Optimization exercise on an open flow, not production practice. RTL: at most simulated, not proved equivalent. Function not checked: runs 1, 4 and 5. Power: default activity.

==> flow/design.v (outline; a module is shown in full before it is edited, if it fits) <==
// module hb_sum: 1266 lines
// module hb_fa: 4 lines
// module hb_ha: 4 lines
// module hb_add19: 83 lines
// module hb_add20: 90 lines
// module hb_add22: 98 lines
// module hb_add36: 168 lines
// module hb_fix: 9 lines
// module rate_ctl: 158 lines
module rate_ctl (
    input  wire               clk,
    input  wire               rst,         
    input  wire [1:0]         rate_sel,    
    input  wire               minphase,    
    input  wire               in_valid,
    input  wire signed [17:0] in_data,
    output reg                out_valid,
    output reg  signed [17:0] out_data
);
  // ...
==> flow/flow/run.sh <==
#!/bin/bash
# Layout flow: the standard ORFS flow with two changes.
#  - the port buffers are buf_4 cells instead of the resizer's default pick;
#  - timing repair aims for a setup slack of SETUP_SLACK_MARGIN ns, well above 0,
#    so the design is sized for the shortest period it can reach. The clock and
#    constraints are the standard flow's, unchanged.
# Each tool's output goes to the ORFS logs under orfs/logs; the make output to
# standard.log in the work folder.
set -euo pipefail
cd "$(dirname "$0")/.."
export BUFFER_PORTS_ARGS="-buffer_cell sky130_fd_sc_hd__buf_4"
export SETUP_SLACK_MARGIN=$(cat flow/margin.txt)
bash standard.sh > standard.log 2>&1
==> flow/flow/margin.txt <==
14.8
==> flow/standard.sh <==
#!/bin/bash
# synth_recipe.tcl (not shown) runs the flow's synth.tcl, then flattens the netlist and writes it again
# the make line also repeats each setting of config.mk as NAME=value (left out here)
make -C /OpenROAD-flow-scripts/flow DESIGN_CONFIG=/design/flow/config.mk WORK_HOME=/design/flow/orfs CLKGATE_MAP_FILE= SYNTH_SCRIPT=/design/flow/synth_recipe.tcl "${@:-finish}"
==> flow/config.mk <==
export PLATFORM = sky130hd
export DESIGN_NAME = rate_ctl
export DESIGN_NICKNAME = rate_ctl
export VERILOG_FILES = /design/flow/design.v
export SDC_FILE = /design/flow/constraint.sdc
export NUM_CORES = 4
export LEC_CHECK = 0
export ABC_CLOCK_PERIOD_IN_PS = 5000
export CAP_MARGIN = 20
export CORE_MARGIN = 2
export CORE_UTILIZATION = 65
export CTS_BUF_LIST = sky130_fd_sc_hd__clkbuf_8
export CTS_CLUSTER_DIAMETER = 60
export CTS_CLUSTER_SIZE = 14
export PLACE_DENSITY = 0.75
export SLEW_MARGIN = 20
export SYNTH_HIERARCHICAL = 1
==> flow/constraint.sdc <==
create_clock -name core_clock -period 20.0 [get_ports {clk}]
set_input_delay 4.0000 -clock core_clock [delete_from_list [all_inputs] [get_ports {clk}]]
set_output_delay 4.0000 -clock core_clock [all_outputs]
set_load 0.01 [all_outputs]
==> metrics.log, run 1 <==
INFO  metric power.share.combinational = 43.6%
INFO  metric timing.max_slew.rel_slack = 27.6%
INFO  metric power.density_cell_area = 127 nW/um^2
INFO  metric cts-root-to-sink-buffers = 3
INFO  metric setup_ws = 14.74 ns
INFO  metric outcome = timing/DRC/antenna clean
INFO  metric slew_violations = 0
INFO  metric layout.buffer.nonclock.area_share = 1.33%
INFO  metric min_from = tA[0]$_SDFF_PP1_
INFO  metric sequential_cell_area = 29500 sq um
INFO  metric report.final.setup_viol = 0
INFO  metric numCtsBuffers = 94
INFO  metric power.sequential.fraction = 39.2%
INFO  metric htree_levels = 3
INFO  metric layout_commonest_cell = sky130_fd_sc_hd__edfxtp_1
INFO  metric initial_utilization = 65.3%
INFO  metric largest_fanout_on_the_critical_path = 1
INFO  metric p_int = 4430 uW
INFO  metric nFillCells = 5835
INFO  metric drt-wirelength-per-cell = 30.3 um
INFO  metric combinational_group_power = 3130 uW
INFO  metric grt_setup_unrepaired = true
INFO  metric seq-power = 2810 uW
INFO  metric area_growth = 3.55%
INFO  metric grt_usage = 34.5%
INFO  metric finalInstanceArea = 56300 sq um
INFO  metric multiInputGateArea = 22400 sq um
INFO  metric worstSetupStartpoint = out_data[0]$_DFF_P_
INFO  metric ioPinCount = 43
INFO  metric width_of_the_chip = 293 um
==> module rate_ctl, before the edit <==
module rate_ctl (
    input  wire               clk,
    input  wire               rst,         
    input  wire [1:0]         rate_sel,    
    input  wire               minphase,    
    input  wire               in_valid,
    input  wire signed [17:0] in_data,
    output reg                out_valid,
    output reg  signed [17:0] out_data
);
    wire              acc = in_valid & ~rst;    
    reg        [1:0]  rs;         
    reg               cfgh;
    reg        [2:0]  cfgc;
    wire              cfg = cfgh;
    always @(posedge clk) begin
        if (rst) cfgh <= minphase;
        cfgc <= {cfgc[1:0], minphase};
        rs   <= rate_sel;
    end
    reg               vB;
    reg        [1:0]  tB;
    reg        [35:0] P0, P1;                  
    wire       [35:0] S0, S1;
    hb_fix u_fix (.P0(P0), .P1(P1), .S0(S0), .S1(S1));
    wire       [35:0] S;                       
    hb_add36 u_add (.a(S0), .b(S1), .s(S));
    wire       [16:0] zx  = S0[16:0] ^ S1[16:0];
    wire       [16:0] zo  = {S0[15:0] | S1[15:0], 1'b0};
    wire              tie = (zx == zo);
    wire       [18:0] r   = {S[35:18], S[17] & ~tie};
    wire       [17:0] y   = (r[18] != r[17]) ? {r[18], {17{~r[18]}}} : r[17:0];
    reg        [179:0] h1e;
    reg        [89:0]  h1o;
    reg                par1;
    reg        [9:0]   tv1;      
    reg                j1;
    wire               push1 = acc & (rs != 2'd0);
    wire               new1  = push1 & ~par1;
    always @(posedge clk) begin
        if (push1 & ~par1) h1e <= {h1e[161:0], in_data};
        if (push1 &  par1) h1o <= {h1o[71:0], in_data};
        if (rst) begin
            par1 <= 1'b0;
            tv1  <= 10'd0;
            j1   <= 1'b0;
        end else begin
            par1 <= par1 ^ push1;
            if (push1 & ~par1) tv1 <= {tv1[8:0], 1'b1};
            j1   <= new1;
        end
    end
    wire               push2 = vB & (tB == 2'd1) & rs[1];
    wire               push3 = vB & (tB == 2'd2) & (rs == 2'd3);
    reg        [179:0] h2e, h3e;
    reg        [89:0]  h2o, h3o;
    reg                par2, par3;
    reg        [9:0]   tv2, tv3;
    reg                pend2, pend3;      
    reg                iss2, iss3;        
    wire               iss1  = j1;
    wire               new2  = push2 & ~par2;
    wire               new3  = push3 & ~par3;
    wire               pend2n = (pend2 & ~iss2) | new2;
    wire               pend3n = (pend3 & ~iss3) | new3;
    always @(posedge clk) begin
        if (push2 & ~par2) h2e <= {h2e[161:0], y};
        if (push2 &  par2) h2o <= {h2o[71:0], y};
        if (push3 & ~par3) h3e <= {h3e[161:0], y};
        if (push3 &  par3) h3o <= {h3o[71:0], y};
        if (rst) begin
            par2  <= 1'b0;
            par3  <= 1'b0;
            tv2   <= 10'd0;
            tv3   <= 10'd0;
            pend2 <= 1'b0;
            pend3 <= 1'b0;
            iss2  <= 1'b0;
            iss3  <= 1'b0;
        end else begin
            par2 <= par2 ^ push2;
            par3 <= par3 ^ push3;
            if (push2 & ~par2) tv2 <= {tv2[8:0], 1'b1};
            if (push3 & ~par3) tv3 <= {tv3[8:0], 1'b1};
            pend2 <= pend2n;
            pend3 <= pend3n;
            iss2  <= pend2n & ~new1;
            iss3  <= pend3n & ~new1 & ~pend2n;
        end
    end
    wire [17:0] ve [0:9];
    wire [17:0] vo [0:4];
    genvar j;
    generate
        for (j = 0; j < 10; j = j + 1) begin : g_e
            assign ve[j] = ({18{iss1 & tv1[j]}} & h1e[18*j +: 18])
                         | ({18{iss2 & tv2[j]}} & h2e[18*j +: 18])
                         | ({18{iss3 & tv3[j]}} & h3e[18*j +: 18]);
        end
        for (j = 0; j < 5; j = j + 1) begin : g_o
            assign vo[j] = ({18{iss1 & tv1[j + 1]}} & h1o[18*j +: 18])
                         | ({18{iss2 & tv2[j + 1]}} & h2o[18*j +: 18])
                         | ({18{iss3 & tv3[j + 1]}} & h3o[18*j +: 18]);
        end
    endgenerate
    wire signed [19:0] a1 = cfg ? {vo[2], 2'b00} : {{2{ve[0][17]}}, ve[0]};
    wire signed [17:0] b1 = cfg ? 18'd0 : ve[9];
    wire signed [18:0] a2 = cfg ? {ve[3], 1'b0} : {ve[1][17], ve[1]};
    wire signed [17:0] b2 = cfg ? 18'd0 : ve[8];
    wire signed [20:0] a3 = cfg ? {ve[1], 3'b000} : {{3{ve[2][17]}}, ve[2]};
    wire signed [18:0] b3 = cfg ? {ve[2], 1'b0} : {ve[7][17], ve[7]};
    wire signed [17:0] a4 = cfg ? ve[0] : ve[3];
    wire signed [17:0] b4 = cfg ? vo[1] : ve[6];
    wire signed [17:0] a5 = cfg ? vo[0] : ve[4];
    wire signed [17:0] b5 = cfg ? 18'd0 : ve[5];
    wire signed [19:0] x1;
    wire signed [18:0] x2, x4, x5;
    wire signed [21:0] x3;
    hb_add20 u_a1 (.a(a1), .b({{2{b1[17]}}, b1}), .s(x1));
    hb_add19 u_a2 (.a(a2), .b({b2[17], b2}), .s(x2));
    hb_add22 u_a3 (.a({a3[20], a3}), .b({{3{b3[18]}}, b3}), .s(x3));
    hb_add19 u_a4 (.a({a4[17], a4}), .b({b4[17], b4}), .s(x4));
    hb_add19 u_a5 (.a({a5[17], a5}), .b({b5[17], b5}), .s(x5));
    reg               vA;
    reg        [1:0]  tA;
    reg signed [19:0] X1;
    reg signed [18:0] X2, X4, X5;
    reg signed [21:0] X3;
    reg signed [17:0] X6;
    always @(posedge clk) begin
        X1 <= x1;
        X2 <= x2;
        X3 <= x3;
        X4 <= x4;
        X5 <= x5;
        X6 <= cfg ? 18'd0 : vo[4];
        tA <= iss1 ? 2'd1 : iss2 ? 2'd2 : 2'd3;
        if (rst) vA <= 1'b0;
        else     vA <= iss1 | iss2 | iss3;
    end
    wire [35:0] T0, T1;
    hb_sum u_sum (.cfg(cfgc), .X1(X1), .X2(X2), .X3(X3), .X4(X4), .X5(X5),
                  .X6(X6), .P0(T0), .P1(T1));
    always @(posedge clk) begin
        P0 <= T0;
        P1 <= T1;
        tB <= tA;
        if (rst) vB <= 1'b0;
        else     vB <= vA;
    end
    wire              res = vB & (tB == rs);
    always @(posedge clk) begin
        if (rst)              out_valid <= 1'b0;
        else if (rs == 2'd0)  out_valid <= in_valid;
        else                  out_valid <= res;
        out_data <= (rs == 2'd0) ? in_data : y;
    end
endmodule
==> run 2: changes to the inputs <==
--- a/flow/design.v
+++ b/flow/design.v
@@ -1757,3 +1757,3 @@
     reg                par1;
-    reg        [9:0]   tv1;      
+    reg        [3:0]   cnt1;
     reg                j1;
@@ -1766,3 +1766,3 @@
             par1 <= 1'b0;
-            tv1  <= 10'd0;
+            cnt1 <= 4'd0;
             j1   <= 1'b0;
@@ -1770,3 +1770,3 @@
             par1 <= par1 ^ push1;
-            if (push1 & ~par1) tv1 <= {tv1[8:0], 1'b1};
+            if (push1 & ~par1 & (cnt1 != 4'd10)) cnt1 <= cnt1 + 4'd1;
             j1   <= new1;
@@ -1779,3 +1779,3 @@
     reg                par2, par3;
-    reg        [9:0]   tv2, tv3;
+    reg        [3:0]   cnt2, cnt3;
     reg                pend2, pend3;      
@@ -1795,4 +1795,4 @@
             par3  <= 1'b0;
-            tv2   <= 10'd0;
-            tv3   <= 10'd0;
+            cnt2  <= 4'd0;
+            cnt3  <= 4'd0;
             pend2 <= 1'b0;
@@ -1804,4 +1804,4 @@
             par3 <= par3 ^ push3;
-            if (push2 & ~par2) tv2 <= {tv2[8:0], 1'b1};
-            if (push3 & ~par3) tv3 <= {tv3[8:0], 1'b1};
+            if (push2 & ~par2 & (cnt2 != 4'd10)) cnt2 <= cnt2 + 4'd1;
+            if (push3 & ~par3 & (cnt3 != 4'd10)) cnt3 <= cnt3 + 4'd1;
             pend2 <= pend2n;
@@ -1817,10 +1817,10 @@
         for (j = 0; j < 10; j = j + 1) begin : g_e
-            assign ve[j] = ({18{iss1 & tv1[j]}} & h1e[18*j +: 18])
-                         | ({18{iss2 & tv2[j]}} & h2e[18*j +: 18])
-                         | ({18{iss3 & tv3[j]}} & h3e[18*j +: 18]);
+            assign ve[j] = ({18{iss1 & (cnt1 > j)}} & h1e[18*j +: 18])
+                         | ({18{iss2 & (cnt2 > j)}} & h2e[18*j +: 18])
+                         | ({18{iss3 & (cnt3 > j)}} & h3e[18*j +: 18]);
         end
         for (j = 0; j < 5; j = j + 1) begin : g_o
-            assign vo[j] = ({18{iss1 & tv1[j + 1]}} & h1o[18*j +: 18])
-                         | ({18{iss2 & tv2[j + 1]}} & h2o[18*j +: 18])
-                         | ({18{iss3 & tv3[j + 1]}} & h3o[18*j +: 18]);
+            assign vo[j] = ({18{iss1 & (cnt1 > j + 1)}} & h1o[18*j +: 18])
+                         | ({18{iss2 & (cnt2 > j + 1)}} & h2o[18*j +: 18])
+                         | ({18{iss3 & (cnt3 > j + 1)}} & h3o[18*j +: 18]);
         end
==> run 2 against run 1 <==
  * Setup slack improved by 0.035 ns
  * Largest cell class unchanged
  * Sequential share of layout area increased by 0.32 points
  * Register-to-register slack got worse by 0.04 ns
  * Critical endpoint is now out_data[1]
  * Wire length increased by 5.8%
  * Power decreased by 5.5%
  * Area after synthesis decreased by 2.5%
  * Sequential power decreased by 2%
==> metrics.log, run 2 <==
INFO  metric fmaxAchievable = 191 MHz (was 190 MHz)
INFO  metric crit-reg2reg-launch = cfgh$_DFFE_PP_ (was iss2$_SDFF_PP0_)
INFO  metric critical_path.n_buffers_inverters = 1 (unchanged)
INFO  metric timing.critical_path.cells = buf_6 (unchanged)
INFO  metric power.switching_fraction = 38.1% (was 38.2%)
INFO  metric clkLatencyLatePin = 0.76 ns (was 0.78 ns)
INFO  metric fin_setup_tns = 0 ns (unchanged)
INFO  metric finalInstanceArea = 55200 sq um (was 56300 sq um)
INFO  metric coreArea = 80500 sq um (was 83200 sq um)
INFO  metric ioPinCount = 43 (unchanged)
INFO  metric cts-root-to-sink-buffers = 3 (unchanged)
INFO  metric route.detailed.vias_per_inst = 6.80 (was 6.54)
INFO  metric grt_pass1_vias = 31596 (was 31871)
INFO  metric cts_tree = built (unchanged)
INFO  metric top_regs = h1e: 180 flops, h2e: 180 flops, h3e: 180 flops (unchanged)
INFO  metric report.final.setup_viol = 0 (unchanged)
INFO  metric layout_commonest_cell = sky130_fd_sc_hd__edfxtp_1 (unchanged)
INFO  metric max-vdd-ir-drop = 153 uV (was 126 uV)
INFO  metric grt-ovfl-total = 0 (unchanged)
INFO  metric fp-row-count = 104 (was 106)
INFO  metric width_of_the_chip = 289 um (was 293 um)
INFO  metric final_hold_viol_count = 0 (unchanged)
INFO  metric slowest_delay = 0.36 ns (was 0.38 ns)
INFO  metric power.share.combinational = 41.6% (was 43.6%)
INFO  metric hp-class = reg2reg (unchanged)
INFO  metric worstSetupStartpoint = out_data[1]$_DFF_P_ (was out_data[0]$_DFF_P_)
INFO  metric grt_max_degree = 86 (was 154)
INFO  metric dr.first_iter.drc_count = 5498 (was 4377)
INFO  metric power.sequential.fraction = 40.5% (was 39.2%)
INFO  metric syn-cell-area = 53000 sq um (was 54300 sq um)
INFO  metric port_buffers = 42 (unchanged)
INFO  metric netSwitchingPower = 2580 uW (was 2740 uW)
INFO  metric numCtsBuffers = 91 (was 94)
INFO  metric grt_setup_unrepaired = true (unchanged)
INFO  metric fin_crit_sh = 26.1% (was 26.3%)
INFO  metric layout.nets = 4153 (was 4404)
INFO  metric outcome = timing/DRC/antenna clean (unchanged)
INFO  metric grt_pass1_wl = 220000 um (was 212000 um)
INFO  metric crit_path_start_kind = flop (unchanged)
INFO  metric postPlaceCellArea = 53200 sq um (was 54300 sq um)
INFO  metric power.density_cell_area = 123 nW/um^2 (was 127 nW/um^2)
INFO  metric layout.cells.most_common_list = sky130_fd_sc_hd__edfxtp_1, sky130_fd_sc_hd__fa_1, sky130_fd_sc_hd__ha_1 (was sky130_fd_sc_hd__edfxtp_1, sky130_fd_sc_hd__fa_1, sky130_fd_sc_hd__nand2_1)
INFO  metric vertical_extent_of_the_die = 289 um (was 293 um)
INFO  metric drt-wirelength-per-cell = 34.0 um (was 30.3 um)
INFO  metric finalCriticalPeriod = 5.23 ns (was 5.26 ns)
INFO  metric cts-root-buf = sky130_fd_sc_hd__clkbuf_8 (unchanged)
INFO  metric worstSetupEndpointType = primary output (unchanged)
INFO  metric clk_pin_slew = 0.09 ns (about the same)
INFO  metric p_int = 4200 uW (was 4430 uW)
INFO  metric clkPwrFrac = 17.9% (was 17.2%)
INFO  metric clock_skew = 0.0662 ns (was 0.0544 ns)
INFO  metric max_slew.worst_pin.slew = 1.18 ns (was 1.09 ns)
INFO  metric timing.max_slew.rel_slack = 21.2% (was 27.6%)
INFO  metric criticalPathCategory = reg2out (unchanged)
INFO  metric slew_violations = 0 (unchanged)
INFO  metric proportion_of_layout_cells_with_a_drive_suffix_above_1 = 9.21% (was 9.98%)
INFO  metric cp_data_arrival_time = 1.23 ns (was 1.26 ns)
INFO  metric post_cts_hold_buffer_count = 0 (unchanged)
INFO  metric p_leak = 0.0208 uW (was 0.0210 uW)
INFO  metric initial_utilization = 65.8% (was 65.3%)
INFO  metric htree_levels = 3 (unchanged)
INFO  metric cts_sinks = 1050 (was 1068)
INFO  metric drc_violations = 0 (unchanged)
INFO  metric area_growth = 4.24% (was 3.55%)
INFO  metric antenna_found_initial = 4 (was 11)
INFO  metric drt-pass1-iter-count = 12 (was 7)
INFO  metric worstPathRequired = 16.00 ns (about the same)
INFO  metric finalWirelength = 156000 um (was 147000 um)
INFO  metric hpwl = 114000 um (was 108000 um)
INFO  metric grt_usage = 37.6% (was 34.5%)
INFO  metric largest_fanout_on_the_critical_path = 1 (unchanged)
INFO  metric power = 6770 uW (was 7170 uW)
INFO  metric syn_inst = 3531 (was 3842)
INFO  metric yosys_warnings = 7 (unchanged)
INFO  metric gpl.final_weighted_congestion = 1.02 (about the same)
INFO  metric ant_nets = 0 (unchanged)
INFO  metric min_from = tA[0]$_SDFF_PP1_ (unchanged)
INFO  metric die_area = 83800 sq um (was 85900 sq um)
INFO  metric worst_path_dominant_cell_family = flip-flops (unchanged)
INFO  metric route.vias.total = 31061 (was 31732)
INFO  metric slowest_stage = sky130_fd_sc_hd__dfxtp_2 (unchanged)
INFO  metric synthesis.area_per_instance = 15.0 sq um (was 14.1 sq um)
INFO  metric maxCapViolations = 0 (unchanged)
[run 2: cell count changes in the layout (fill, tap and decap cells not counted), sizes merged, moves of 54 or more]
cell	change
mux2i	+54
a21oi	-61
a22oi	-149
a222oi	+211
nand2	-241
nor2	+56
[run 2: stage by stage]
step	instances	setup WS (ns)	hold slack, ns	util (%)
6_report	4569	14.77	0.338	68.6
5_1_grt	4568	14.74	0.344	68.5
4_1_cts	4563	14.73	0.336	68.5
3_5_place_dp	4393	13.34	0.322	66.1
3_3_place_gp	4393	13.37	0.317	66.1
2_1_floorplan	3533	13.76	0.310	-
[run 2: power by group through the flow]
stage	clock [uW]	combinational (uW)	sequential, uW
2_1_floorplan	0	2310	2750
3_3_place_gp	0	2680	2780
3_5_place_dp	0	2750	2790
4_1_cts	1220	2780	2740
5_1_grt	1300	3050	2750
6_report	1210	2820	2740
[run 2: final cells by class]
class,instances,area (sq um)
multi-input cells,2052,21600
clock buffers,96,1320
repair buffers,97,868
diodes,2,5.00
inverters,139,526
well taps,1060,1330
clock inverters,73,448
fillers,5411,25300
flip-flops and latches,1050,29200
[run 2: final timing paths]
path / to / slack (ns) / cells past startpoint
worst max-delay path: out_data[1] / 14.77 / 1
worst min-delay path: tB[0]$_DFF_P_ / 0.34 / 0
worst max register to register: X4[15]$_DFF_P_ / 14.97 / 14
worst min register to register: tB[0]$_DFF_P_ / 0.34 / 0
[run 2: per-layer routing]
layer | vias up | track usage (%) | part of all wire [%]
met1 | 15730 | 53.3 | 37
li1 | 12801 | - | -
met3 | 290 | 9.48 | 13
met2 | 2238 | 57.5 | 46
met4 | 2 | 12.7 | 3.6
met5 | - | 0 | 0.012
[run 2: repair_timing]
action,CTS,global route
gates resized for setup,39,5
pin swaps,1,1
setup buffers,1,2
endpoints found under the hold margin,0,0
endpoints found under the setup margin,236,161
==> run 3: changes to the inputs <==
==> flow/flow/run.sh (replaced) <==
#!/bin/bash
# Layout flow: the standard ORFS flow with these changes:
#  - the port buffers are buf_4 cells instead of the resizer's default pick;
#  - timing repair aims for a setup slack of SETUP_SLACK_MARGIN ns (flow/margin.txt),
#    well above 0, so the design is sized for the shortest period it can reach.
#    The clock and the constraints are the standard flow's, unchanged;
#  - clock tree options from flow/cts_args.txt, if present.
# The make output goes to standard.log in the work folder; each ORFS step
# writes its own log under orfs/logs.
set -euo pipefail
cd "$(dirname "$0")/.."
export BUFFER_PORTS_ARGS="-buffer_cell sky130_fd_sc_hd__buf_4"
export SETUP_SLACK_MARGIN=$(cat flow/margin.txt)
if [[ -f flow/cts_args.txt ]]; then
  export CTS_ARGS="$(cat flow/cts_args.txt)"
fi
bash standard.sh > standard.log 2>&1
==> flow/flow/cts_args.txt (new file) <==
-sink_clustering_enable -repair_clock_nets -buf_list sky130_fd_sc_hd__clkbuf_8 -root_buf sky130_fd_sc_hd__clkbuf_16 -sink_clustering_size 14 -sink_clustering_max_diameter 60
==> run 3 against run 2 <==
  * Still clean on timing, DRC and antenna
  * Register-to-register slack gained 0.04 ns
  * Power grew 0.45%
  * Cell count is the same
  * Hold slack lost 0.0026 ns
  * Setup slack gained 0.059 ns
  * Critical path type unchanged
  * Critical endpoint is now out_data[0]
  * Highest routed layer unchanged
==> metrics.log, run 3 <==
INFO  metric outcome = timing/DRC/antenna clean (unchanged)
INFO  metric syn_inst = 3531 (unchanged)
INFO  metric grt_setup_unrepaired = true (unchanged)
INFO  metric grt_usage = 37.6% (about the same)
INFO  metric nFillCells = 5407 (was 5411)
INFO  metric postPlaceCellArea = 53200 sq um (unchanged)
INFO  metric die_area = 83800 sq um (unchanged)
INFO  metric ant_nets = 0 (unchanged)
INFO  metric grt_pass1_vias = 31598 (was 31596)
INFO  metric layout.cells.most_common_list = sky130_fd_sc_hd__edfxtp_1, sky130_fd_sc_hd__fa_1, sky130_fd_sc_hd__ha_1 (unchanged)
INFO  metric crit_path_start_kind = flop (unchanged)
INFO  metric finalWirelength = 155000 um (was 156000 um)
INFO  metric cts-root-buf = sky130_fd_sc_hd__clkbuf_16 (was sky130_fd_sc_hd__clkbuf_8)
INFO  metric grt_max_degree = 86 (unchanged)
INFO  metric worstPathRequired = 16.00 ns (about the same)
INFO  metric power = 6800 uW (was 6770 uW)
INFO  metric finalInstanceArea = 55300 sq um (was 55200 sq um)
INFO  metric dr_wl_met2 = 70900 um (was 71100 um)
INFO  metric cts_sinks = 1050 (unchanged)
INFO  metric report.final.setup_viol = 0 (unchanged)
INFO  metric numCtsBuffers = 91 (unchanged)
INFO  metric ioPinCount = 43 (unchanged)
INFO  metric fmaxAchievable = 194 MHz (was 191 MHz)
INFO  metric area_growth = 4.31% (was 4.24%)
INFO  metric clkLatencyLatePin = 0.65 ns (was 0.76 ns)
INFO  metric finalHoldWorstSlack = 0.335 ns (was 0.338 ns)
INFO  metric worst_path_dominant_cell_family = flip-flops (unchanged)
INFO  metric finalCriticalPeriod = 5.17 ns (was 5.23 ns)
INFO  metric timing.max_slew.rel_slack = 20.7% (was 21.2%)
INFO  metric sequential_cell_area = 29100 sq um (was 29200 sq um)
INFO  metric htree_levels = 3 (unchanged)
INFO  metric proportion_of_layout_cells_with_a_drive_suffix_above_1 = 8.84% (was 9.21%)
INFO  metric cts-root-to-sink-buffers = 3 (unchanged)
INFO  metric grt_pass1_wl = 220000 um (about the same)
INFO  metric criticalPathCategory = reg2out (unchanged)
INFO  metric synthesis.area_per_instance = 15.0 sq um (unchanged)
INFO  metric port_buffers = 42 (unchanged)
INFO  metric drt-met1-wl = 57900 um (was 58200 um)
INFO  metric grt-ovfl-total = 0 (unchanged)
INFO  metric maxCapViolations = 0 (unchanged)
INFO  metric routed-wl-met3 = 20500 um (was 20600 um)
INFO  metric yosys_warnings = 7 (unchanged)
INFO  metric vertical_extent_of_the_die = 289 um (unchanged)
INFO  metric clock_skew = 0.0442 ns (was 0.0662 ns)
INFO  metric syn-cell-area = 53000 sq um (unchanged)
INFO  metric route.detailed.vias_per_inst = 6.84 (was 6.80)
INFO  metric drc_violations = 0 (unchanged)
INFO  metric clk_pin_slew = 0.09 ns (about the same)
INFO  metric layout_commonest_cell = sky130_fd_sc_hd__edfxtp_1 (unchanged)
INFO  metric slowest_delay = 0.39 ns (was 0.36 ns)
INFO  metric post_cts_hold_buffer_count = 0 (unchanged)
INFO  metric drt-wirelength-per-cell = 34.0 um (about the same)
INFO  metric largest_fanout_on_the_critical_path = 1 (unchanged)
INFO  metric slew_violations = 0 (unchanged)
INFO  metric gpl.final_weighted_congestion = 1.02 (unchanged)
INFO  metric antenna_found_initial = 5 (was 4)
INFO  metric hpwl = 114000 um (unchanged)
INFO  metric route.vias.total = 31238 (was 31061)
INFO  metric hp-class = reg2reg (unchanged)
INFO  metric coreArea = 80500 sq um (unchanged)
INFO  metric fin_crit_sh = 25.8% (was 26.1%)
INFO  metric cts_tree = built (unchanged)
INFO  metric dr.first_iter.drc_count = 5489 (was 5498)
INFO  metric topRoutingLayerUsed = met5 (unchanged)
INFO  metric critical_path.n_buffers_inverters = 1 (unchanged)
INFO  metric max-vdd-ir-drop = 153 uV (about the same)
INFO  metric timing.critical_path.cells = buf_4 (was buf_6)
INFO  metric multiInputGateArea = 21600 sq um (unchanged)
INFO  metric final_hold_viol_count = 0 (unchanged)
INFO  metric max_slew.worst_pin.slew = 1.19 ns (was 1.18 ns)
INFO  metric fin_setup_tns = 0 ns (unchanged)
INFO  metric layout.nets = 4154 (was 4153)
INFO  metric fp-row-count = 104 (unchanged)
INFO  metric initial_utilization = 65.8% (unchanged)
INFO  metric power.density_cell_area = 123 nW/um^2 (about the same)
INFO  metric p_leak = 0.0208 uW (about the same)
INFO  metric cp_data_arrival_time = 1.17 ns (was 1.23 ns)
INFO  metric worstSetupEndpointType = primary output (unchanged)
INFO  metric top_regs = h1e: 180 flops, h2e: 180 flops, h3e: 180 flops (unchanged)
INFO  metric width_of_the_chip = 289 um (unchanged)
INFO  metric drt-pass1-iter-count = 10 (was 12)
INFO  metric slowest_stage = sky130_fd_sc_hd__dfxtp_1 (was sky130_fd_sc_hd__dfxtp_2)
-- run 3: final timing paths --
path | startpoint | end | slack (ns) | cells after the start
setup / recovery | out_data[0]$_DFF_P_ | out_data[0] | 14.83 | 1
hold / removal | tA[0]$_SDFF_PP1_ | tB[0]$_DFF_P_ | 0.34 | 0
setup reg to reg | P0[1]$_DFF_P_ | out_data[9]$_DFF_P_ | 15.01 | 17
hold reg to reg | tA[0]$_SDFF_PP1_ | tB[0]$_DFF_P_ | 0.34 | 0
-- run 3: final cells by class --
cell class,count,share of cell area [%]
tap,1060,2.40
clock buffer,96,2.57
clock inverter,73,0.811
sequential,1050,52.7
inverter,139,0.951
multi-input combinational,2052,39.0
antenna,1,0.00453
timing repair buffer,98,1.49
-- run 3: power by group --
part           switching, uW  total, uW  internal (uW)  leakage (uW)
Sequential              83.7       2740           2650       0.00931
Clock                    737       1260            521       0.00114
Combinational           1750       2810           1050        0.0104
-- run 3: timing repair --
item	4_1_cts	5_1_grt
gates resized for setup	13	3
pin swaps	1	0
setup buffers	2	2
setup endpoints to repair	226	143
-- run 3: layer usage --
metal / GRT usage [%] / vias up
met2: 57.3 / 2315
li1: - / 12810
met3: 9.72 / 296
met4: 13.1 / 6
met5: 0 / -
met1: 53.1 / 15811
-- run 3: stage by stage --
step                      setup slack, ns  instances  util (%)
after CTS                           14.81       4564      68.5
after detailed placement            13.34       4393      66.1
after global placement              13.37       4393      66.1
after floorplan                     13.76       3533         -
after global routing                14.78       4568      68.6
final                               14.83       4569      68.6
==> run 4: changes to the inputs <==
--- a/flow/design.v
+++ b/flow/design.v
@@ -1545,178 +1545,182 @@
 endmodule
-module hb_add36 (input wire [35:0] a, input wire [35:0] b, output wire [35:0] s);
+module hb_fin (input wire [35:0] P0, input wire [35:0] P1, output wire [18:0] q, output wire tie);
     wire [35:0] p, g;
-    hb_ha h0 (.a(a[0]), .b(b[0]), .s(p[0]), .co(g[0]));
-    hb_ha h1 (.a(a[1]), .b(b[1]), .s(p[1]), .co(g[1]));
-    hb_ha h2 (.a(a[2]), .b(b[2]), .s(p[2]), .co(g[2]));
-    hb_ha h3 (.a(a[3]), .b(b[3]), .s(p[3]), .co(g[3]));
-    hb_ha h4 (.a(a[4]), .b(b[4]), .s(p[4]), .co(g[4]));
-    hb_ha h5 (.a(a[5]), .b(b[5]), .s(p[5]), .co(g[5]));
-    hb_ha h6 (.a(a[6]), .b(b[6]), .s(p[6]), .co(g[6]));
-    hb_ha h7 (.a(a[7]), .b(b[7]), .s(p[7]), .co(g[7]));
-    hb_ha h8 (.a(a[8]), .b(b[8]), .s(p[8]), .co(g[8]));
-    hb_ha h9 (.a(a[9]), .b(b[9]), .s(p[9]), .co(g[9]));
-    hb_ha h10 (.a(a[10]), .b(b[10]), .s(p[10]), .co(g[10]));
-    hb_ha h11 (.a(a[11]), .b(b[11]), .s(p[11]), .co(g[11]));
-    hb_ha h12 (.a(a[12]), .b(b[12]), .s(p[12]), .co(g[12]));
-    hb_ha h13 (.a(a[13]), .b(b[13]), .s(p[13]), .co(g[13]));
-    hb_ha h14 (.a(a[14]), .b(b[14]), .s(p[14]), .co(g[14]));
-    hb_ha h15 (.a(a[15]), .b(b[15]), .s(p[15]), .co(g[15]));
-    hb_ha h16 (.a(a[16]), .b(b[16]), .s(p[16]), .co(g[16]));
-    hb_ha h17 (.a(a[17]), .b(b[17]), .s(p[17]), .co(g[17]));
-    hb_ha h18 (.a(a[18]), .b(b[18]), .s(p[18]), .co(g[18]));
-    hb_ha h19 (.a(a[19]), .b(b[19]), .s(p[19]), .co(g[19]));
-    hb_ha h20 (.a(a[20]), .b(b[20]), .s(p[20]), .co(g[20]));
-    hb_ha h21 (.a(a[21]), .b(b[21]), .s(p[21]), .co(g[21]));
-    hb_ha h22 (.a(a[22]), .b(b[22]), .s(p[22]), .co(g[22]));
-    hb_ha h23 (.a(a[23]), .b(b[23]), .s(p[23]), .co(g[23]));
-    hb_ha h24 (.a(a[24]), .b(b[24]), .s(p[24]), .co(g[24]));
-    hb_ha h25 (.a(a[25]), .b(b[25]), .s(p[25]), .co(g[25]));
-    hb_ha h26 (.a(a[26]), .b(b[26]), .s(p[26]), .co(g[26]));
-    hb_ha h27 (.a(a[27]), .b(b[27]), .s(p[27]), .co(g[27]));
-    hb_ha h28 (.a(a[28]), .b(b[28]), .s(p[28]), .co(g[28]));
-    hb_ha h29 (.a(a[29]), .b(b[29]), .s(p[29]), .co(g[29]));
-    hb_ha h30 (.a(a[30]), .b(b[30]), .s(p[30]), .co(g[30]));
-    hb_ha h31 (.a(a[31]), .b(b[31]), .s(p[31]), .co(g[31]));
-    hb_ha h32 (.a(a[32]), .b(b[32]), .s(p[32]), .co(g[32]));
-    hb_ha h33 (.a(a[33]), .b(b[33]), .s(p[33]), .co(g[33]));
-    hb_ha h34 (.a(a[34]), .b(b[34]), .s(p[34]), .co(g[34]));
-    hb_ha h35 (.a(a[35]), .b(b[35]), .s(p[35]), .co(g[35]));
-    wire G0 = g[1] | (p[1] & g[0]);
-    wire P0 = p[1] & p[0];
-    wire G1 = g[3] | (p[3] & g[2]);
-    wire P1 = p[3] & p[2];
-    wire G2 = g[5] | (p[5] & g[4]);
-    wire P2 = p[5] & p[4];
-    wire G3 = g[7] | (p[7] & g[6]);
-    wire P3 = p[7] & p[6];
-    wire G4 = g[9] | (p[9] & g[8]);
-    wire P4 = p[9] & p[8];
-    wire G5 = g[11] | (p[11] & g[10]);
-    wire P5 = p[11] & p[10];
-    wire G6 = g[13] | (p[13] & g[12]);
-    wire P6 = p[13] & p[12];
-    wire G7 = g[15] | (p[15] & g[14]);
-    wire P7 = p[15] & p[14];
-    wire G8 = g[17] | (p[17] & g[16]);
-    wire P8 = p[17] & p[16];
-    wire G9 = g[19] | (p[19] & g[18]);
-    wire P9 = p[19] & p[18];
-    wire G10 = g[21] | (p[21] & g[20]);
-    wire P10 = p[21] & p[20];
-    wire G11 = g[23] | (p[23] & g[22]);
-    wire P11 = p[23] & p[22];
-    wire G12 = g[25] | (p[25] & g[24]);
-    wire P12 = p[25] & p[24];
-    wire G13 = g[27] | (p[27] & g[26]);
-    wire P13 = p[27] & p[26];
-    wire G14 = g[29] | (p[29] & g[28]);
-    wire P14 = p[29] & p[28];
-    wire G15 = g[31] | (p[31] & g[30]);
-    wire P15 = p[31] & p[30];
-    wire G16 = g[33] | (p[33] & g[32]);
-    wire P16 = p[33] & p[32];
-    wire G17 = g[35] | (p[35] & g[34]);
-    wire P17 = p[35] & p[34];
-    wire G18 = G1 | (P1 & G0);
-    wire P18 = P1 & P0;
-    wire G19 = G3 | (P3 & G2);
-    wire P19 = P3 & P2;
-    wire G20 = G5 | (P5 & G4);
-    wire P20 = P5 & P4;
-    wire G21 = G7 | (P7 & G6);
-    wire P21 = P7 & P6;
-    wire G22 = G9 | (P9 & G8);
-    wire P22 = P9 & P8;
-    wire G23 = G11 | (P11 & G10);
-    wire P23 = P11 & P10;
-    wire G24 = G13 | (P13 & G12);
-    wire P24 = P13 & P12;
-    wire G25 = G15 | (P15 & G14);
-    wire P25 = P15 & P14;
-    wire G26 = G17 | (P17 & G16);
-    wire P26 = P17 & P16;
-    wire G27 = G19 | (P19 & G18);
-    wire P27 = P19 & P18;
-    wire G28 = G21 | (P21 & G20);
-    wire P28 = P21 & P20;
-    wire G29 = G23 | (P23 & G22);
-    wire P29 = P23 & P22;
-    wire G30 = G25 | (P25 & G24);
-    wire P30 = P25 & P24;
-    wire G31 = G28 | (P28 & G27);
-    wire P31 = P28 & P27;
-    wire G32 = G30 | (P30 & G29);
-    wire P32 = P30 & P29;
-    wire G33 = G32 | (P32 & G31);
-    wire P33 = P32 & P31;
-    wire G34 = G29 | (P29 & G31);
-    wire P34 = P29 & P31;
-    wire G35 = G20 | (P20 & G27);
-    wire P35 = P20 & P27;
-    wire G36 = G22 | (P22 & G31);
-    wire P36 = P22 & P31;
-    wire G37 = G24 | (P24 & G34);
-    wire P37 = P24 & P34;
-    wire G38 = G26 | (P26 & G33);
-    wire P38 = P26 & P33;
-    wire G39 = G2 | (P2 & G18);
-    wire P39 = P2 & P18;
-    wire G40 = G4 | (P4 & G27);
-    wire P40 = P4 & P27;
-    wire G41 = G6 | (P6 & G35);
-    wire P41 = P6 & P35;
-    wire G42 = G8 | (P8 & G31);
-    wire P42 = P8 & P31;
-    wire G43 = G10 | (P10 & G36);
-    wire P43 = P10 & P36;
-    wire G44 = G12 | (P12 & G34);
-    wire P44 = P12 & P34;
-    wire G45 = G14 | (P14 & G37);
-    wire P45 = P14 & P37;
-    wire G46 = G16 | (P16 & G33);
-    wire P46 = P16 & P33;
-    wire G47 = g[2] | (p[2] & G0);
-    wire P47 = p[2] & P0;
-    wire G48 = g[4] | (p[4] & G18);
-    wire P48 = p[4] & P18;
-    wire G49 = g[6] | (p[6] & G39);
-    wire P49 = p[6] & P39;
-    wire G50 = g[8] | (p[8] & G27);
-    wire P50 = p[8] & P27;
-    wire G51 = g[10] | (p[10] & G40);
-    wire P51 = p[10] & P40;
-    wire G52 = g[12] | (p[12] & G35);
-    wire P52 = p[12] & P35;
-    wire G53 = g[14] | (p[14] & G41);
-    wire P53 = p[14] & P41;
-    wire G54 = g[16] | (p[16] & G31);
-    wire P54 = p[16] & P31;
-    wire G55 = g[18] | (p[18] & G42);
-    wire P55 = p[18] & P42;
-    wire G56 = g[20] | (p[20] & G36);
-    wire P56 = p[20] & P36;
-    wire G57 = g[22] | (p[22] & G43);
-    wire P57 = p[22] & P43;
-    wire G58 = g[24] | (p[24] & G34);
-    wire P58 = p[24] & P34;
-    wire G59 = g[26] | (p[26] & G44);
-    wire P59 = p[26] & P44;
-    wire G60 = g[28] | (p[28] & G37);
-    wire P60 = p[28] & P37;
-    wire G61 = g[30] | (p[30] & G45);
-    wire P61 = p[30] & P45;
-    wire G62 = g[32] | (p[32] & G33);
-    wire P62 = p[32] & P33;
-    wire G63 = g[34] | (p[34] & G46);
-    wire P63 = p[34] & P46;
-    assign s = p ^ {G63, G46, G62, G33, G61, G45, G60, G37, G59, G44, G58, G34, G57, G43, G56, G36, G55, G42, G54, G31, G53, G41, G52, G35, G51, G40, G50, G27, G49, G39, G48, G18, G47, G0, g[0], 1'b0};
+    hb_ha h0 (.a(P0[0]), .b(P1[0]), .s(p[0]), .co(g[0]));
+    hb_ha h1 (.a(P0[1]), .b(P1[1]), .s(p[1]), .co(g[1]));
+    hb_ha h2 (.a(P0[2]), .b(P1[2]), .s(p[2]), .co(g[2]));
+    hb_ha h3 (.a(P0[3]), .b(P1[3]), .s(p[3]), .co(g[3]));
+    hb_ha h4 (.a(P0[4]), .b(P1[4]), .s(p[4]), .co(g[4]));
+    hb_ha h5 (.a(P0[5]), .b(P1[5]), .s(p[5]), .co(g[5]));
+    hb_ha h6 (.a(P0[6]), .b(P1[6]), .s(p[6]), .co(g[6]));
+    hb_ha h7 (.a(P0[7]), .b(P1[7]), .s(p[7]), .co(g[7]));
+    hb_ha h8 (.a(P0[8]), .b(P1[8]), .s(p[8]), .co(g[8]));
+    hb_ha h9 (.a(P0[9]), .b(P1[9]), .s(p[9]), .co(g[9]));
+    hb_ha h10 (.a(P0[10]), .b(P1[10]), .s(p[10]), .co(g[10]));
+    hb_ha h11 (.a(P0[11]), .b(P1[11]), .s(p[11]), .co(g[11]));
+    hb_ha h12 (.a(P0[12]), .b(P1[12]), .s(p[12]), .co(g[12]));
+    hb_ha h13 (.a(P0[13]), .b(P1[13]), .s(p[13]), .co(g[13]));
+    hb_ha h14 (.a(P0[14]), .b(P1[14]), .s(p[14]), .co(g[14]));
+    hb_ha h15 (.a(P0[15]), .b(P1[15]), .s(p[15]), .co(g[15]));
+    hb_ha h16 (.a(P0[16]), .b(P1[16]), .s(p[16]), .co(g[16]));
+    hb_ha h17 (.a(P0[17]), .b(P1[17]), .s(p[17]), .co(g[17]));
+    hb_ha h18 (.a(P0[18]), .b(P1[18]), .s(p[18]), .co(g[18]));
+    hb_ha h19 (.a(P0[19]), .b(P1[19]), .s(p[19]), .co(g[19]));
+    hb_ha h20 (.a(P0[20]), .b(P1[20]), .s(p[20]), .co(g[20]));
+    hb_ha h21 (.a(P0[21]), .b(P1[21]), .s(p[21]), .co(g[21]));
+    hb_ha h22 (.a(P0[22]), .b(P1[22]), .s(p[22]), .co(g[22]));
+    hb_ha h23 (.a(P0[23]), .b(P1[23]), .s(p[23]), .co(g[23]));
+    hb_ha h24 (.a(P0[24]), .b(P1[24]), .s(p[24]), .co(g[24]));
+    hb_ha h25 (.a(P0[25]), .b(P1[25]), .s(p[25]), .co(g[25]));
+    hb_ha h26 (.a(P0[26]), .b(P1[26]), .s(p[26]), .co(g[26]));
+    hb_ha h27 (.a(P0[27]), .b(P1[27]), .s(p[27]), .co(g[27]));
+    hb_ha h28 (.a(P0[28]), .b(P1[28]), .s(p[28]), .co(g[28]));
+    hb_ha h29 (.a(P0[29]), .b(P1[29]), .s(p[29]), .co(g[29]));
+    hb_ha h30 (.a(P0[30]), .b(P1[30]), .s(p[30]), .co(g[30]));
+    hb_ha h31 (.a(P0[31]), .b(P1[31]), .s(p[31]), .co(g[31]));
+    hb_ha h32 (.a(P0[32]), .b(P1[32]), .s(p[32]), .co(g[32]));
+    hb_ha h33 (.a(P0[33]), .b(P1[33]), .s(p[33]), .co(g[33]));
+    hb_ha h34 (.a(P0[34]), .b(P1[34]), .s(p[34]), .co(g[34]));
+    hb_ha h35 (.a(P0[35]), .b(P1[35]), .s(p[35]), .co(g[35]));
+    wire gg0 = g[1] | (p[1] & g[0]);
+    wire pp0 = p[1] & p[0];
+    wire gg1 = g[3] | (p[3] & g[2]);
+    wire pp1 = p[3] & p[2];
+    wire gg2 = g[5] | (p[5] & g[4]);
+    wire pp2 = p[5] & p[4];
+    wire gg3 = g[7] | (p[7] & g[6]);
+    wire pp3 = p[7] & p[6];
+    wire gg4 = g[9] | (p[9] & g[8]);
+    wire pp4 = p[9] & p[8];
+    wire gg5 = g[11] | (p[11] & g[10]);
+    wire pp5 = p[11] & p[10];
+    wire gg6 = g[13] | (p[13] & g[12]);
+    wire pp6 = p[13] & p[12];
+    wire gg7 = g[15] | (p[15] & g[14]);
+    wire pp7 = p[15] & p[14];
+    wire gg8 = g[17] | (p[17] & g[16]);
+    wire pp8 = p[17] & p[16];
+    wire gg9 = g[19] | (p[19] & g[18]);
+    wire pp9 = p[19] & p[18];
+    wire gg10 = g[21] | (p[21] & g[20]);
+    wire pp10 = p[21] & p[20];
+    wire gg11 = g[23] | (p[23] & g[22]);
+    wire pp11 = p[23] & p[22];
+    wire gg12 = g[25] | (p[25] & g[24]);
+    wire pp12 = p[25] & p[24];
+    wire gg13 = g[27] | (p[27] & g[26]);
+    wire pp13 = p[27] & p[26];
+    wire gg14 = g[29] | (p[29] & g[28]);
+    wire pp14 = p[29] & p[28];
+    wire gg15 = g[31] | (p[31] & g[30]);
+    wire pp15 = p[31] & p[30];
+    wire gg16 = g[33] | (p[33] & g[32]);
+    wire pp16 = p[33] & p[32];
+    wire gg17 = g[35] | (p[35] & g[34]);
+    wire pp17 = p[35] & p[34];
+    wire gg18 = gg1 | (pp1 & gg0);
+    wire pp18 = pp1 & pp0;
+    wire gg19 = gg3 | (pp3 & gg2);
+    wire pp19 = pp3 & pp2;
+    wire gg20 = gg5 | (pp5 & gg4);
+    wire pp20 = pp5 & pp4;
+    wire gg21 = gg7 | (pp7 & gg6);
+    wire pp21 = pp7 & pp6;
+    wire gg22 = gg9 | (pp9 & gg8);
+    wire pp22 = pp9 & pp8;
+    wire gg23 = gg11 | (pp11 & gg10);
+    wire pp23 = pp11 & pp10;
+    wire gg24 = gg13 | (pp13 & gg12);
+    wire pp24 = pp13 & pp12;
+    wire gg25 = gg15 | (pp15 & gg14);
+    wire pp25 = pp15 & pp14;
+    wire gg26 = gg17 | (pp17 & gg16);
+    wire pp26 = pp17 & pp16;
+    wire gg27 = gg19 | (pp19 & gg18);
+    wire pp27 = pp19 & pp18;
+    wire gg28 = gg21 | (pp21 & gg20);
+    wire pp28 = pp21 & pp20;
+    wire gg29 = gg23 | (pp23 & gg22);
+    wire pp29 = pp23 & pp22;
+    wire gg30 = gg25 | (pp25 & gg24);
+    wire pp30 = pp25 & pp24;
+    wire gg31 = gg28 | (pp28 & gg27);
+    wire pp31 = pp28 & pp27;
+    wire gg32 = gg30 | (pp30 & gg29);
+    wire pp32 = pp30 & pp29;
+    wire gg33 = gg32 | (pp32 & gg31);
+    wire pp33 = pp32 & pp31;
+    wire gg34 = gg29 | (pp29 & gg31);
+    wire pp34 = pp29 & pp31;
+    wire gg35 = gg20 | (pp20 & gg27);
+    wire pp35 = pp20 & pp27;
+    wire gg36 = gg22 | (pp22 & gg31);
+    wire pp36 = pp22 & pp31;
+    wire gg37 = gg24 | (pp24 & gg34);
+    wire pp37 = pp24 & pp34;
+    wire gg38 = gg26 | (pp26 & gg33);
+    wire pp38 = pp26 & pp33;
+    wire gg39 = gg2 | (pp2 & gg18);
+    wire pp39 = pp2 & pp18;
+    wire gg40 = gg4 | (pp4 & gg27);
+    wire pp40 = pp4 & pp27;
+    wire gg41 = gg6 | (pp6 & gg35);
+    wire pp41 = pp6 & pp35;
+    wire gg42 = gg8 | (pp8 & gg31);
+    wire pp42 = pp8 & pp31;
+    wire gg43 = gg10 | (pp10 & gg36);
+    wire pp43 = pp10 & pp36;
+    wire gg44 = gg12 | (pp12 & gg34);
+    wire pp44 = pp12 & pp34;
+    wire gg45 = gg14 | (pp14 & gg37);
+    wire pp45 = pp14 & pp37;
+    wire gg46 = gg16 | (pp16 & gg33);
+    wire pp46 = pp16 & pp33;
+    wire gg47 = g[2] | (p[2] & gg0);
+    wire pp47 = p[2] & pp0;
+    wire gg48 = g[4] | (p[4] & gg18);
+    wire pp48 = p[4] & pp18;
+    wire gg49 = g[6] | (p[6] & gg39);
+    wire pp49 = p[6] & pp39;
+    wire gg50 = g[8] | (p[8] & gg27);
+    wire pp50 = p[8] & pp27;
+    wire gg51 = g[10] | (p[10] & gg40);
+    wire pp51 = p[10] & pp40;
+    wire gg52 = g[12] | (p[12] & gg35);
+    wire pp52 = p[12] & pp35;
+    wire gg53 = g[14] | (p[14] & gg41);
+    wire pp53 = p[14] & pp41;
+    wire gg54 = g[16] | (p[16] & gg31);
+    wire pp54 = p[16] & pp31;
+    wire gg55 = g[18] | (p[18] & gg42);
+    wire pp55 = p[18] & pp42;
+    wire gg56 = g[20] | (p[20] & gg36);
+    wire pp56 = p[20] & pp36;
+    wire gg57 = g[22] | (p[22] & gg43);
+    wire pp57 = p[22] & pp43;
+    wire gg58 = g[24] | (p[24] & gg34);
+    wire pp58 = p[24] & pp34;
+    wire gg59 = g[26] | (p[26] & gg44);
+    wire pp59 = p[26] & pp44;
+    wire gg60 = g[28] | (p[28] & gg37);
+    wire pp60 = p[28] & pp37;
+    wire gg61 = g[30] | (p[30] & gg45);
+    wire pp61 = p[30] & pp45;
+    wire gg62 = g[32] | (p[32] & gg33);
+    wire pp62 = p[32] & pp33;
+    wire gg63 = g[34] | (p[34] & gg46);
+    wire pp63 = p[34] & pp46;
+    assign q = p[35:17] ^ {gg63, gg46, gg62, gg33, gg61, gg45, gg60, gg37, gg59, gg44, gg58, gg34, gg57, gg43, gg56, gg36, gg55, gg42, gg54};
+    assign tie = ~p[0] & ((p[16:1] ~^ (p[15:0] | g[15:0])) == 16'hffff);
 endmodule
-module hb_fix (
-    input  wire [35:0] P0,
-    input  wire [35:0] P1,
-    output wire [35:0] S0,
-    output wire [35:0] S1
-);
-    assign S0 = P0 ^ 36'h000000000;
-    assign S1 = P1 ^ 36'h000000000;
+module hb_ha_n0 (input wire a, input wire b, output wire s, output wire co);
+    assign s  = ~a ^ b;
+    assign co = ~a & b;
+endmodule
+module hb_ha_n1 (input wire a, input wire b, output wire s, output wire co);
+    assign s  = a ^ ~b;
+    assign co = a & ~b;
+endmodule
+module hb_ha_nn (input wire a, input wire b, output wire s, output wire co);
+    assign s  = a ^ b;
+    assign co = ~(a | b);
 endmodule
@@ -1744,11 +1748,7 @@
     reg        [1:0]  tB;
-    reg        [35:0] P0, P1;                  
-    wire       [35:0] S0, S1;
-    hb_fix u_fix (.P0(P0), .P1(P1), .S0(S0), .S1(S1));
-    wire       [35:0] S;                       
-    hb_add36 u_add (.a(S0), .b(S1), .s(S));
-    wire       [16:0] zx  = S0[16:0] ^ S1[16:0];
-    wire       [16:0] zo  = {S0[15:0] | S1[15:0], 1'b0};
-    wire              tie = (zx == zo);
-    wire       [18:0] r   = {S[35:18], S[17] & ~tie};
+    reg        [35:0] P0, P1;      
+    wire       [18:0] q;           
+    wire              tie;         
+    hb_fin u_fin (.P0(P0), .P1(P1), .q(q), .tie(tie));
+    wire       [18:0] r   = {q[18:1], q[0] & ~tie};    
     wire       [17:0] y   = (r[18] != r[17]) ? {r[18], {17{~r[18]}}} : r[17:0];
@@ -1761,5 +1761,6 @@
     wire               new1  = push1 & ~par1;
+    wire               load1 = in_valid & (rs != 2'd0);
     always @(posedge clk) begin
-        if (push1 & ~par1) h1e <= {h1e[161:0], in_data};
-        if (push1 &  par1) h1o <= {h1o[71:0], in_data};
+        if (load1 & ~par1) h1e <= {h1e[161:0], in_data};
+        if (load1 &  par1) h1o <= {h1o[71:0], in_data};
         if (rst) begin
@@ -1769,3 +1770,3 @@
         end else begin
-            par1 <= par1 ^ push1;
+            if (push1) par1 <= ~par1;
             if (push1 & ~par1 & (cnt1 != 4'd10)) cnt1 <= cnt1 + 4'd1;
@@ -1802,4 +1803,4 @@
         end else begin
-            par2 <= par2 ^ push2;
-            par3 <= par3 ^ push3;
+            if (push2) par2 <= ~par2;
+            if (push3) par3 <= ~par3;
             if (push2 & ~par2 & (cnt2 != 4'd10)) cnt2 <= cnt2 + 4'd1;
--- a/flow/config.mk
+++ b/flow/config.mk
@@ -10,3 +10,3 @@
 export CORE_MARGIN = 2
-export CORE_UTILIZATION = 65
+export CORE_UTILIZATION = 70
 export CTS_BUF_LIST = sky130_fd_sc_hd__clkbuf_8
@@ -14,3 +14,3 @@
 export CTS_CLUSTER_SIZE = 14
-export PLACE_DENSITY = 0.75
+export PLACE_DENSITY = 0.8
 export SLEW_MARGIN = 20
removed: flow/flow/cts_args.txt
==> run 4 against run 3 <==
  * Design area up 0.25%
  * Synthesized cell count grew 2.2%
  * Register-to-register slack lost 0.15 ns
==> metrics.log, run 4 <==
INFO  metric outcome = timing/DRC/antenna clean (unchanged)
INFO  metric worstSetupEndpointType = primary output (unchanged)
INFO  metric route.detailed.vias_per_inst = 7.11 (was 6.84)
INFO  metric grt_pass1_wl = 225000 um (was 220000 um)
INFO  metric grt_max_degree = 173 (was 86)
INFO  metric fmaxAchievable = 191 MHz (was 194 MHz)
INFO  metric synth.top_cells.by_count = sky130_fd_sc_hd__edfxtp_1, sky130_fd_sc_hd__fa_1, sky130_fd_sc_hd__dfxtp_1
INFO  metric dominant_cell_by_count_in_the_synthesized_netlist = sky130_fd_sc_hd__edfxtp_1
INFO  metric proportion_of_layout_cells_with_a_drive_suffix_above_1 = 10.1% (was 8.84%)
INFO  metric synth.ff_latch_count = 1050
INFO  metric netSwitchingPower = 3210 uW (was 2580 uW)
INFO  metric gpl.final_weighted_congestion = 0.987 (was 1.02)
INFO  metric p_leak = 0.0209 uW (was 0.0208 uW)
INFO  metric drc_violations = 0 (unchanged)
INFO  metric yosys_warnings = 7 (unchanged)
INFO  metric ant_nets = 0 (unchanged)
INFO  metric top_regs = h1e: 180 flops, h2e: 180 flops, h3e: 180 flops (unchanged)
INFO  metric crit-reg2reg-launch = cnt2[0]$_SDFFE_PP0P_ (was P0[1]$_DFF_P_)
INFO  metric grt_setup_unrepaired = true (unchanged)
INFO  metric fin_setup_tns = 0 ns (unchanged)
INFO  metric timing.hold.worst_endpoint = tB[0]$_DFF_P_ (unchanged)
INFO  metric power.share.combinational = 49.2% (was 41.3%)
INFO  metric synth.yosys.seq_area_share = 55.1%
INFO  metric nFillCells = 4319 (was 5407)
INFO  metric power.density_cell_area = 144 nW/um^2 (was 123 nW/um^2)
INFO  metric width_of_the_chip = 279 um (was 289 um)
INFO  metric worst-r2r-cell-count = 16 (was 17)
INFO  metric cts-root-buf = sky130_fd_sc_hd__clkbuf_8 (was sky130_fd_sc_hd__clkbuf_16)
INFO  metric regToRegEndpoint = X5[15]$_DFF_P_ (was out_data[9]$_DFF_P_)
INFO  metric layout.cells.most_common_list = sky130_fd_sc_hd__edfxtp_1, sky130_fd_sc_hd__fa_1, sky130_fd_sc_hd__ha_1 (unchanged)
INFO  metric synth-edff-count = 811
INFO  metric finalWirelength = 157000 um (was 155000 um)
INFO  metric clkLatencyLatePin = 0.78 ns (was 0.65 ns)
INFO  metric min_path_cells = 0 (unchanged)
INFO  metric initial_utilization = 70.9% (was 65.8%)
INFO  metric clkPwrFrac = 14.8% (was 18.5%)
INFO  metric largest_fanout_on_the_critical_path = 1 (unchanged)
INFO  metric critical_path.n_buffers_inverters = 1 (unchanged)
INFO  metric slowest_delay = 0.34 ns (was 0.39 ns)
INFO  metric post_cts_hold_buffer_count = 0 (unchanged)
INFO  metric maxCapViolations = 0 (unchanged)
INFO  metric p_int = 4770 uW (was 4230 uW)
INFO  metric grt_pass1_vias = 33263 (was 31598)
INFO  metric vertical_extent_of_the_die = 279 um (was 289 um)
INFO  metric die_area = 77700 sq um (was 83800 sq um)
INFO  metric timing.max_slew.rel_slack = 14.0% (was 20.7%)
INFO  metric cp_data_arrival_time = 1.24 ns (was 1.17 ns)
INFO  metric power.sequential.fraction = 35.9% (was 40.2%)
INFO  metric crit_path_start_kind = flop (unchanged)
INFO  metric criticalPathCategory = reg2out (unchanged)
INFO  metric syn_inst = 3609 (was 3531)
INFO  metric layout_commonest_cell = sky130_fd_sc_hd__edfxtp_1 (unchanged)
INFO  metric dominantRegCellSynth = sky130_fd_sc_hd__edfxtp_1
INFO  metric drt-wirelength-per-cell = 34.0 um (about the same)
INFO  metric antenna_found_initial = 20 (was 5)
INFO  metric ys_types = 83
INFO  metric finalCriticalPeriod = 5.24 ns (was 5.17 ns)
INFO  metric min_from = tA[0]$_SDFF_PP1_ (unchanged)
INFO  metric numCtsBuffers = 90 (was 91)
INFO  metric fin_crit_sh = 26.2% (was 25.8%)
INFO  metric timing.critical_path.cells = buf_6 (was buf_4)
INFO  metric cts_tree = built (unchanged)
INFO  metric syn-cell-area = 52900 sq um (was 53000 sq um)
INFO  metric grt_usage = 40.9% (was 37.6%)
INFO  metric cts-root-to-sink-buffers = 3 (unchanged)
INFO  metric synthesis.area_per_instance = 14.6 sq um (was 15.0 sq um)
INFO  metric worstPathRequired = 16.00 ns (about the same)
INFO  metric ioPinCount = 43 (unchanged)
INFO  metric fp-row-count = 100 (was 104)
INFO  metric synth_largest_type_area_fraction = 46.1%
INFO  metric cts_sinks = 1050 (unchanged)
INFO  metric coreArea = 74600 sq um (was 80500 sq um)
INFO  metric drt-pass1-iter-count = 10 (unchanged)
INFO  metric layout.nets = 4267 (was 4154)
INFO  metric final_hold_viol_count = 0 (unchanged)
INFO  metric clk_pin_slew = 0.09 ns (about the same)
INFO  metric area_growth = 4.80% (was 4.31%)
INFO  metric grt-ovfl-total = 0 (unchanged)
INFO  metric htree_levels = 3 (unchanged)
INFO  metric regToRegSetupSlack = 14.86 ns (was 15.01 ns)
INFO  metric slowest_stage = sky130_fd_sc_hd__dfxtp_2 (was sky130_fd_sc_hd__dfxtp_1)
INFO  metric clock_skew = 0.0602 ns (was 0.0442 ns)
INFO  metric hp-class = reg2reg (unchanged)
INFO  metric asyncSetResetFlopFracSynth = 0%
INFO  metric hpwl = 115000 um (was 114000 um)
INFO  metric port_buffers = 42 (unchanged)
INFO  metric synth.largest_area_cell = sky130_fd_sc_hd__edfxtp_1
INFO  metric max_slew.worst_pin.slew = 1.29 ns (was 1.19 ns)
INFO  metric max-vdd-ir-drop = 132 uV (was 153 uV)
INFO  metric worst_path_dominant_cell_family = flip-flops (unchanged)
INFO  metric power = 7980 uW (was 6800 uW)
INFO  metric power.switching_fraction = 40.2% (was 37.9%)
INFO  metric slew_violations = 0 (unchanged)
INFO  metric post_synth_main_area_contributors = sky130_fd_sc_hd__edfxtp_1, sky130_fd_sc_hd__fa_1, sky130_fd_sc_hd__dfxtp_1
INFO  metric route.vias.total = 32835 (was 31238)
INFO  metric report.final.setup_viol = 0 (unchanged)
INFO  metric dr.first_iter.drc_count = 5715 (was 5489)
run 4: logic make-up after synthesis:
kind of cell               Yosys count  synth area share (%)
other                                2                0.0142
AOI/OAI and AO/OA                  682                  9.86
DFF                               1050                  55.1
xor gates and xnor gates            68                  1.13
and+or+nand+nor                    656                  5.66
buffers and inverters              355                  3.53
adders and majority gates          674                  22.1
muxes                              122                  2.52
run 4: area by class of cell:
class / instances / area (sq um) / share of cell area [%]
Clock inverter: 74 / 392 / 0.707
Sequential cell: 1050 / 29200 / 52.7
Timing Repair Buffer: 97 / 891 / 1.61
Clock buffer: 95 / 1310 / 2.36
Antenna cell: 2 / 5.00 / 0.00904
Inverter: 124 / 477 / 0.861
Tap cell: 969 / 1210 / 2.19
Multi-Input combinational cell: 2206 / 21900 / 39.6
run 4: worst max path at each step:
stage,to,startpoint,cells past startpoint,slack [ns]
6_report,out_data[11],out_data[11]$_DFF_P_,1,14.76
5_1_grt,out_data[14],out_data[14]$_DFF_P_,1,14.74
4_1_cts,out_data[11],out_data[11]$_DFF_P_,1,14.75
3_5_place_dp,h1e[158]$_DFFE_PP_,in_valid,6,12.81
3_3_place_gp,h1e[139]$_DFFE_PP_,in_valid,6,12.88
2_1_floorplan,iss3$_SDFF_PP0_,in_valid,3,12.79
run 4: power by group through the flow:
stage	Clock, uW	Combinational, uW	Sequential [uW]
floorplan	0	3580	2860
global placement	0	3630	2900
detailed placement	0	3820	2910
CTS	1180	3840	2870
global route	1260	4250	2880
finish	1180	3930	2870
run 4: per-module statistics from Yosys, one instance, submodules excluded:
| module | copies in the design | cell area, sq um | flops+latches | cells |
|---|---|---|---|---|
| hb_add19 | 3 | 452 | 0 | 67 |
| hb_add20 | 1 | 474 | 0 | 66 |
| hb_add22 | 1 | 539 | 0 | 77 |
| hb_fa | 436 | 20.0 | 0 | 1 |
| hb_fin | 1 | 882 | 0 | 141 |
| hb_ha | 157 | 12.5 | 0 | 1 |
| hb_sum | 1 | 2960 | 0 | 492 |
| rate_ctl | 1 | 35900 | 1050 | 2039 |
run 4: per-layer routing:
metal,track usage (%),vias up,part of all wire [%]
li1,-,13227,-
met1,56.3,16346,36
met2,64.6,2792,47
met3,10.8,450,14
met4,13.1,20,3.9
met5,0,-,0.087
run 4: metrics by stage:
step	hold WS (ns)	worst slack [ns]	util [%]	cell area (sq um)	std cells
after global placement	0.313	12.88	71.7	53400	4440
after global routing	0.355	14.74	74.3	55400	4616
after detailed placement	0.328	12.81	71.7	53500	4441
final	0.341	14.76	74.3	55400	4617
after CTS	0.346	14.75	74.2	55300	4610
after floorplan	0.310	12.79	-	52900	3611
run 4: what timing repair did:
action | 4_1_cts | 5_1_grt
resized for setup | 47 | 2
setup buffers | 0 | 3
pin swaps | 0 | 2
gates cloned | 0 | 1
setup endpoints to repair | 236 | 101
==> run 5: changes to the inputs <==
--- a/flow/config.mk
+++ b/flow/config.mk
@@ -10,3 +10,3 @@
 export CORE_MARGIN = 2
-export CORE_UTILIZATION = 70
+export CORE_UTILIZATION = 65
 export CTS_BUF_LIST = sky130_fd_sc_hd__clkbuf_8
@@ -14,3 +14,3 @@
 export CTS_CLUSTER_SIZE = 14
-export PLACE_DENSITY = 0.8
+export PLACE_DENSITY = 0.75
 export SLEW_MARGIN = 20
==> run 5 against run 4 <==
  * Still clean
  * Combinational power hardly changed
  * Non-clock buffer count is 14 lower
  * Hold slack better by 0.0072 ns
  * Setup slack worse by 0.0052 ns
  * Die area is 7.6% higher
  * Global-route usage is 3.3 points lower
  * Clock skew is 0.0093 ns higher
  * Count of clock-buffer cells in the layout is 3 lower
  * Wire length is 1.6% lower
  * Critical path depth stayed put
  * Area after synthesis stayed put
  * Highest routed layer unchanged
==> metrics.log, run 5 <==
INFO  metric cts-root-buf = sky130_fd_sc_hd__clkbuf_8 (unchanged)
INFO  metric drc_violations = 0 (unchanged)
INFO  metric finalInstanceArea = 55400 sq um (about the same)
INFO  metric cts_tree = built (unchanged)
INFO  metric hp-class = reg2reg (unchanged)
INFO  metric largest_fanout_on_the_critical_path = 1 (unchanged)
INFO  metric slowest_delay = 0.36 ns (was 0.34 ns)
INFO  metric postPlaceCellArea = 53500 sq um (about the same)
INFO  metric worst_path_dominant_cell_family = flip-flops (unchanged)
INFO  metric worstSetupEndpointType = primary output (unchanged)
INFO  metric htree_levels = 3 (unchanged)
INFO  metric dominant_cell_by_count_in_the_synthesized_netlist = sky130_fd_sc_hd__edfxtp_1 (unchanged)
INFO  metric syn-cell-area = 52900 sq um (unchanged)
INFO  metric grt-ovfl-total = 0 (unchanged)
INFO  metric timing.hold.worst_endpoint = tB[1]$_DFF_P_ (was tB[0]$_DFF_P_)
INFO  metric regToRegSetupSlack = 15.04 ns (was 14.86 ns)
INFO  metric fp-row-count = 104 (was 100)
INFO  metric slowest_stage = sky130_fd_sc_hd__dfxtp_2 (unchanged)
INFO  metric regToRegEndpoint = P1[23]$_DFF_P_ (was X5[15]$_DFF_P_)
INFO  metric layout_commonest_cell = sky130_fd_sc_hd__edfxtp_1 (unchanged)
INFO  metric outcome = timing/DRC/antenna clean (unchanged)
INFO  metric grt_max_degree = 163 (was 173)
INFO  metric route.detailed.vias_per_inst = 6.75 (was 7.11)
[run 5: cell types whose count changed in the layout (fill, tap and decap cells not counted), moves of 3 or more]
cell,previous run,this run
sky130_fd_sc_hd__clkinv_2,4,1
sky130_fd_sc_hd__clkbuf_8,95,92
sky130_fd_sc_hd__buf_6,18,21
sky130_fd_sc_hd__inv_1,176,160
sky130_fd_sc_hd__buf_4,71,55
[run 5: logic make-up (layout without fill, tap and decap cells)]
kind of cell / count (synthesis) / count (layout) / share of synthesized area (%)
AO/OA/AOI/OAI: 682 / 682 / 9.86
adder cells (fa/ha/maj): 674 / 674 / 22.1
XOR/XNOR: 68 / 68 / 1.13
AND/OR/NAND/NOR: 656 / 656 / 5.66
buffers and inverters: 355 / 357 / 3.53
other: 2 / 7 / 0.0142
flip-flops: 1050 / 1050 / 55.1
multiplexers: 122 / 122 / 2.52
[run 5: worst max-delay path by stage]
stage	from	slack, ns	depth (start not counted)	end
global placement	in_valid	12.85	6	h1e[104]$_DFFE_PP_
global route	out_data[2]$_DFF_P_	14.71	1	out_data[2]
CTS	out_data[2]$_DFF_P_	14.72	1	out_data[2]
floorplan	in_valid	12.79	3	iss3$_SDFF_PP0_
finish	out_data[2]$_DFF_P_	14.75	1	out_data[2]
detailed placement	in_valid	12.83	6	h1e[140]$_DFFE_PP_
[run 5: power by group]
| part | total (uW) | switching, uW | internal, uW | leakage, uW |
|---|---|---|---|---|
| sequential | 2870 | 123 | 2740 | 0.00937 |
| combinational | 3910 | 2350 | 1560 | 0.0104 |
| clock | 1160 | 720 | 443 | 0.000974 |
| total | 7940 | 3190 | 4740 | 0.0207 |
[run 5: repair_timing]
item | in CTS | in global routing
setup buffers | 1 | 0
endpoints found under the setup margin | 267 | 82
resized for setup | 48 | 3
[run 5: worst register-to-register path, stage by stage (launching register included)]
cell and delay [ns]:
sky130_fd_sc_hd__dfxtp_4 0.72, sky130_fd_sc_hd__inv_2 0.46, sky130_fd_sc_hd__o21ai_0 0.65, sky130_fd_sc_hd__fa_1 0.55, sky130_fd_sc_hd__fa_1 0.44, sky130_fd_sc_hd__fa_1 0.53, sky130_fd_sc_hd__fa_1 0.47, sky130_fd_sc_hd__fa_1 0.59
sky130_fd_sc_hd__fa_1 0.42
[run 5: final cells by class]
| class | count | area, sq um |
|---|---|---|
| Fill cell | 5412 | 25200 |
| Multi-Input combinational cell | 2206 | 21900 |
| Clock inverter | 58 | 364 |
| Inverter | 124 | 477 |
| Timing Repair Buffer | 83 | 807 |
| Tap cell | 1060 | 1330 |
| Sequential cell | 1050 | 29200 |
| Clock buffer | 92 | 1270 |
| Antenna cell | 3 | 7.51 |
[run 5: through the flow]
stage | util [%] | total power, uW | cells | setup WS [ns] | hold WS (ns)
floorplan | - | 6440 | 3611 | 12.79 | 0.310
global placement | 66.4 | 6630 | 4521 | 12.85 | 0.315
detailed placement | 66.4 | 6760 | 4521 | 12.83 | 0.324
CTS | 68.7 | 7930 | 4672 | 14.72 | 0.351
global route | 68.7 | 8440 | 4674 | 14.71 | 0.355
finish | 68.7 | 7940 | 4676 | 14.75 | 0.348
[run 5: per-module statistics from Yosys, one instance, submodules excluded, a selection]
module    flops+latches  times used  cell area (sq um)  cells inside
rate_ctl           1050           1              35900          2039
hb_fin                0           1                882           141
hb_add22              0           1                539            77
hb_add20              0           1                474            66
hb_add19              0           3                452            67
hb_fa                 0         436               20.0             1
hb_ha                 0         157               12.5             1
[run 5: layer usage]
layer	track usage, %	vias up	share of wire (%)
met3	10.6	295	13
met4	11.4	10	3.4
met5	0	-	0.047
met1	52.7	15914	37
li1	-	13179	-
met2	58.0	2154	46
